What follows belongs to an exercise in optimizing a design on an open flow for small area, a short achievable clock period and few clock cycles; a production flow would make more cautious choices. RTL that was checked went through simulation tests only; none was proved equivalent to the original.

==> trial 32: inputs <==
// strobe_energy
module strobe_energy (
    input  wire        clk,
    input  wire        rst,
    input  wire        tbl_we,
    input  wire [2:0]  tbl_sel,
    input  wire [3:0]  tbl_idx,
    input  wire [31:0] tbl_data,
    input  wire        step_start,
    input  wire [15:0] step_theta,
    input  wire [10:0] step_density,
    input  wire        step_boost,
    input  wire [2:0]  step_pclass,
    input  wire [1:0]  step_nsub,
    input  wire        step_clamp,
    input  wire        dot_valid,
    output wire        dot_ready,
    input  wire [1:0]  dot_value,
    input  wire [3:0]  dot_hist,
    output wire        res_valid,
    input  wire        res_ready,
    output wire [22:0] res_energy,
    output wire [3:0]  res_mask
);
    localparam TBL_HI     = 3'd1;
    localparam TBL_LO     = 3'd2;
    localparam TBL_TARGET = 3'd3;
    localparam TBL_TEMP   = 3'd4;
    localparam TBL_SUB    = 3'd5;
    localparam TBL_BOOST  = 3'd6;
    localparam DIV_STEPS  = 2;           
  ...
clock: 52.0 ns
lec_check: 0
cap_margin: 20
core_margin: 2
core_utilization: 40
place_density: 0.6
slew_margin: 20
standard.sh (not shown) runs the stock make flow with config.mk's settings and CLKGATE_MAP_FILE= SYNTH_SCRIPT=/design/flow/synth_recipe.tcl, a recipe that flattens the netlist after the stock synthesis.
==> flow/flow/run.sh <==
#!/bin/bash
# The standard layout, except that the input and output ports are buffered
# with buf_4 cells instead of the delay buffers buffer_ports picks by default.
# make's full output (which holds every tool's output) goes to flow_make.log;
# ORFS also keeps each step's log under orfs/logs/.
set -o pipefail
bash standard.sh "BUFFER_PORTS_ARGS=-buffer_cell sky130_fd_sc_hd__buf_4" finish > flow_make.log 2>&1
==> trial 67: changes against trial 32 <==
--- a/flow/design.v
+++ b/flow/design.v
@@ -58,12 +58,13 @@
                 TBL_BOOST:  boost_tbl[wr_idx[2:0]] <= wr_data[11:0];
                 default: ;
             endcase
         end
     end
     localparam ST_IDLE = 4'd0;
+    localparam ST_CMP  = 4'd10;
     localparam ST_RDLO = 4'd1;
     localparam ST_RDHI = 4'd2;
     localparam ST_MUL  = 4'd3;
     localparam ST_DIV  = 4'd4;
     localparam ST_UPS  = 4'd5;
     localparam ST_UP2  = 4'd6;
@@ -76,15 +77,15 @@
     reg [10:0] density;      
     reg [11:0] boost;        
     reg [15:0] clamp_e;      
     reg [1:0]  nsub;
     reg        clamp_on;
     reg [20:0] e0, e1, e2, e3;
-    wire [15:0] theta = e0[15:0];    
-    wire [15:0] span  = e1[15:0];    
-    wire [27:0] dv    = {e3[6:0], e2};
+    wire [15:0] theta = e3[15:0];    
+    wire [15:0] span  = e2[15:0];    
+    wire [27:0] dv    = {e1[6:0], e0};
     wire [20:0] sub_e [0:3];
     assign sub_e[0] = e0;
     assign sub_e[1] = e1;
     assign sub_e[2] = e2;
     assign sub_e[3] = e3;
     function uge32;
@@ -111,15 +112,19 @@
     always @(*) begin
         for (i = 0; i < 16; i = i + 1)
             ge[i] = ge16s(theta, temp_pt[i]);
     end
     wire [16:0] gl = {1'b0, ge[15:1], 1'b1};
     wire [15:0] sel_lo = gl[15:0] & ~gl[16:1];
-    wire [15:0] sel_hi = {sel_lo[14:0], 1'b0};
-    wire [15:0] rsel = (state == ST_RDHI) ? sel_hi : sel_lo;
-    wire        interp = ge[0] && !ge[15];
+    reg  [15:0] sel_q;
+    reg         interp;
+    wire [15:0] rsel = (state == ST_RDHI) ? {sel_q[14:0], 1'b0} : sel_q;
+    always @(posedge clk) begin
+        sel_q  <= sel_lo;
+        interp <= ge[0] && !ge[15];
+    end
     reg [15:0] rd_pt;
     reg [11:0] rd_sc;
     always @(*) begin
         rd_pt = 16'd0;
         rd_sc = 12'd0;
         for (i = 0; i < 16; i = i + 1) begin
@@ -202,13 +207,13 @@
         end
     end
     reg  [15:0] m1_a;
     reg  [11:0] m1_b;
     always @(*) begin
         case (state)
-            ST_RDLO: begin m1_a = energy_target[0]; m1_b = 12'd614; end
+            ST_CMP:  begin m1_a = energy_target[0]; m1_b = 12'd614; end
             ST_MUL:  begin m1_a = theta;            m1_b = dv[11:0]; end
             default: begin
                 m1_a = cls_lo ? energy_target[1] : energy_target[0];
                 m1_b = m_rd;
             end
         endcase
@@ -278,13 +283,14 @@
             if (!out_v || res_ready)
                 out_v <= sk_v || push;
             sk_v <= sk_v ? !pop : (push && out_v && !res_ready);
             case (state)
                 ST_IDLE, ST_RUN:
                     if (step_start)
-                        state <= ST_RDLO;
+                        state <= ST_CMP;
+                ST_CMP:  state <= ST_RDLO;
                 ST_RDLO: state <= ST_RDHI;
                 ST_RDHI: state <= interp ? ST_MUL : ST_UPS;
                 ST_MUL:  state <= ST_DIV;
                 ST_DIV:
                     if (cnt == DIV_CYC - 1)
                         state <= ST_UPS;
@@ -331,43 +337,53 @@
             sk_energy <= d_energy;
             sk_mask   <= d_mask;
         end
         case (state)
             ST_IDLE, ST_RUN: begin
                 if (step_start) begin
-                    e0       <= {5'd0, step_theta};
+                    e3       <= {5'd0, step_theta};
                     density  <= step_density;
                     boost    <= {8'd0, step_boost, step_pclass};
                     nsub     <= step_nsub;
                     clamp_on <= step_clamp;
                 end
             end
-            ST_RDLO: begin
-                e1      <= {5'd0, rd_pt};
-                scale   <= rd_sc;
+            ST_CMP: begin
                 boost   <= boost_sel;
                 clamp_e <= m1_p[25:10];
             end
+            ST_RDLO: begin
+                e2      <= {5'd0, rd_pt};
+                scale   <= rd_sc;
+            end
             ST_RDHI: begin
-                e1    <= {5'd0, rd_pt - span};
-                cnt   <= 3'd0;
-                e0    <= {5'd0, ip_dt};
-                e2    <= interp ? {9'd0, ip_ds} : 21'd0;
-                e3    <= 21'd0;
+                e2    <= {5'd0, rd_pt - span};
+                cnt   <= (ip_ds[11:4] == 8'd0) ? 3'd4 :
+                         (ip_ds[11:8] == 4'd0) ? 3'd2 : 3'd0;
+                e3    <= {5'd0, ip_dt};
+                if (!interp)
+                    e0 <= 21'd0;
+                else if (ip_ds[11:4] == 8'd0)
+                    e0 <= {9'd0, ip_ds[3:0], 8'd0};
+                else if (ip_ds[11:8] == 4'd0)
+                    e0 <= {9'd0, ip_ds[7:0], 4'd0};
+                else
+                    e0 <= {9'd0, ip_ds};
+                e1    <= 21'd0;
                 if (interp && down)
                     scale <= rd_sc;
                 if (!interp)
                     q1_x <= {2'd0, energy_target[0]};
             end
             ST_MUL: begin
-                e2 <= m1_p[20:0];
-                e3 <= {14'd0, m1_p[27:21]};
+                e0 <= m1_p[20:0];
+                e1 <= {14'd0, m1_p[27:21]};
             end
             ST_DIV: begin
-                e2  <= dv_next[20:0];
-                e3  <= {14'd0, dv_next[27:21]};
+                e0  <= dv_next[20:0];
+                e1  <= {14'd0, dv_next[27:21]};
                 cnt <= cnt + 3'd1;
                 if (cnt == DIV_CYC - 1) begin
                     scale <= part_hi;
                     q1_x  <= {2'd0, energy_target[0]};
                 end
             end
@@ -947,21 +963,21 @@
     wire t337 = t286 ^ t287 ^ pp17_9;
     wire t338 = (t286 & t287) | (t286 & pp17_9) | (t287 & pp17_9);
     wire t339 = t288 ^ pp16_11 ^ pp17_10;
     wire t340 = (t288 & pp16_11) | (t288 & pp17_10) | (pp16_11 & pp17_10);
     wire [29:0] r0 = {1'b0, t340, t338, t336, t334, t332, t330, t328, t326, t324, t322, t320, t318, t316, t314, t312, t310, t308, t306, t304, t302, t300, t298, t296, t294, t292, t290, t289, pp0_1, pp0_0};
     wire [29:0] r1 = {1'b0, pp17_11, t339, t337, t335, t333, t331, t329, t327, t325, t323, t321, t319, t317, t315, t313, t311, t309, t307, t305, t303, t301, t299, t297, t295, t293, t291, pp2_0, pp1_0, 1'b0};
-    wire [16:0] rc;
+    wire [8:0] rc;
     wire [29:0] p;
     assign rc[0] = 1'b0;
     genvar gi;
-    generate for (gi = 0; gi < 16; gi = gi + 1) begin : g_rc
+    generate for (gi = 0; gi < 8; gi = gi + 1) begin : g_rc
         assign p[gi] = r0[gi] ^ r1[gi] ^ rc[gi];
         assign rc[gi+1] = (r0[gi] & r1[gi]) | (r0[gi] & rc[gi]) | (r1[gi] & rc[gi]);
     end endgenerate
-    assign p[29:16] = r0[29:16] + r1[29:16] + rc[16];
+    assign p[29:8] = r0[29:8] + r1[29:8] + rc[8];
     assign y = p[29:10];
 endmodule
 module se_mul20x11 (input wire [19:0] a, input wire [10:0] b, output wire [20:0] y);
     wire pp0_0 = a[0] & b[0];
     wire pp0_1 = a[0] & b[1];
     wire pp0_2 = a[0] & b[2];
@@ -1523,21 +1539,21 @@
     wire t339 = t286 ^ t287 ^ pp19_8;
     wire t340 = (t286 & t287) | (t286 & pp19_8) | (t287 & pp19_8);
     wire t341 = t288 ^ pp18_10 ^ pp19_9;
     wire t342 = (t288 & pp18_10) | (t288 & pp19_9) | (pp18_10 & pp19_9);
     wire [30:0] r0 = {1'b0, t342, t340, t338, t336, t334, t332, t330, t328, t326, t324, t322, t320, t318, t316, t314, t312, t310, t308, t306, t304, t302, t300, t298, t296, t294, t292, t290, t289, pp0_1, pp0_0};
     wire [30:0] r1 = {1'b0, pp19_10, t341, t339, t337, t335, t333, t331, t329, t327, t325, t323, t321, t319, t317, t315, t313, t311, t309, t307, t305, t303, t301, t299, t297, t295, t293, t291, pp2_0, pp1_0, 1'b0};
-    wire [16:0] rc;
+    wire [8:0] rc;
     wire [30:0] p;
     assign rc[0] = 1'b0;
     genvar gi;
-    generate for (gi = 0; gi < 16; gi = gi + 1) begin : g_rc
+    generate for (gi = 0; gi < 8; gi = gi + 1) begin : g_rc
         assign p[gi] = r0[gi] ^ r1[gi] ^ rc[gi];
         assign rc[gi+1] = (r0[gi] & r1[gi]) | (r0[gi] & rc[gi]) | (r1[gi] & rc[gi]);
     end endgenerate
-    assign p[30:16] = r0[30:16] + r1[30:16] + rc[16];
+    assign p[30:8] = r0[30:8] + r1[30:8] + rc[8];
     assign y = p[30:10];
 endmodule
 module se_mul21x12 (input wire [20:0] a, input wire [11:0] b, output wire [22:0] y);
     wire pp0_0 = a[0] & b[0];
     wire pp0_1 = a[0] & b[1];
     wire pp0_2 = a[0] & b[2];
CTS_CLUSTER_DIAMETER = 150   (was unset)
CTS_CLUSTER_SIZE = 20   (was unset)
==> summary.txt <==
- Against trial 67, the sequential share of layout area of trial 32 is lower by 1.2 points.
- Between trial 67 and trial 32, the lower core utilization is in trial 67 (gap 1.1 points).
- Trial 67 completed with no timing, DRC or antenna violations. Trial 32 completed with no timing, DRC or antenna violations.
- Against trial 67, the global-route usage of trial 32 is higher by 0.37 points.
- Between trial 32 and trial 67, the lower non-clock buffer count is in trial 67 (gap 4).
Testbench counts of trial 67, summed over its fixed seeds: cycles 19,982.
For trial 32, only the layout was checked, not whether the RTL still works.

## separate check: timing with driven ports
The results above use ideal ports. As a check the final layouts listed here were re-extracted and re-timed, cells and wires unchanged. Step 1 assumes that a clkbuf_16 drives the clock port and a buf_2 every other input. Step 2 also shifts input and output timing later by t, the mid clock arrival at the registers, as if the neighbouring blocks saw the same clock. Slacks: no drivers / after step 1 / after step 2; pairs: no drivers / after step 1.
| run | shift t [ns] | setup WS [ns] | worst setup path at the end |
|---|---|---|---|
| trial 32 | 0.920 | 39.728 / 39.728 / 39.541 | input to register |
| trial 67 | 0.856 | 40.281 / 40.193 / 39.596 | input to register |
After both steps every run listed still meets setup and hold. For trial 67, which loses most, drivers alone change the setup slack by -0.088 ns; drivers and shift together by -0.685 ns.
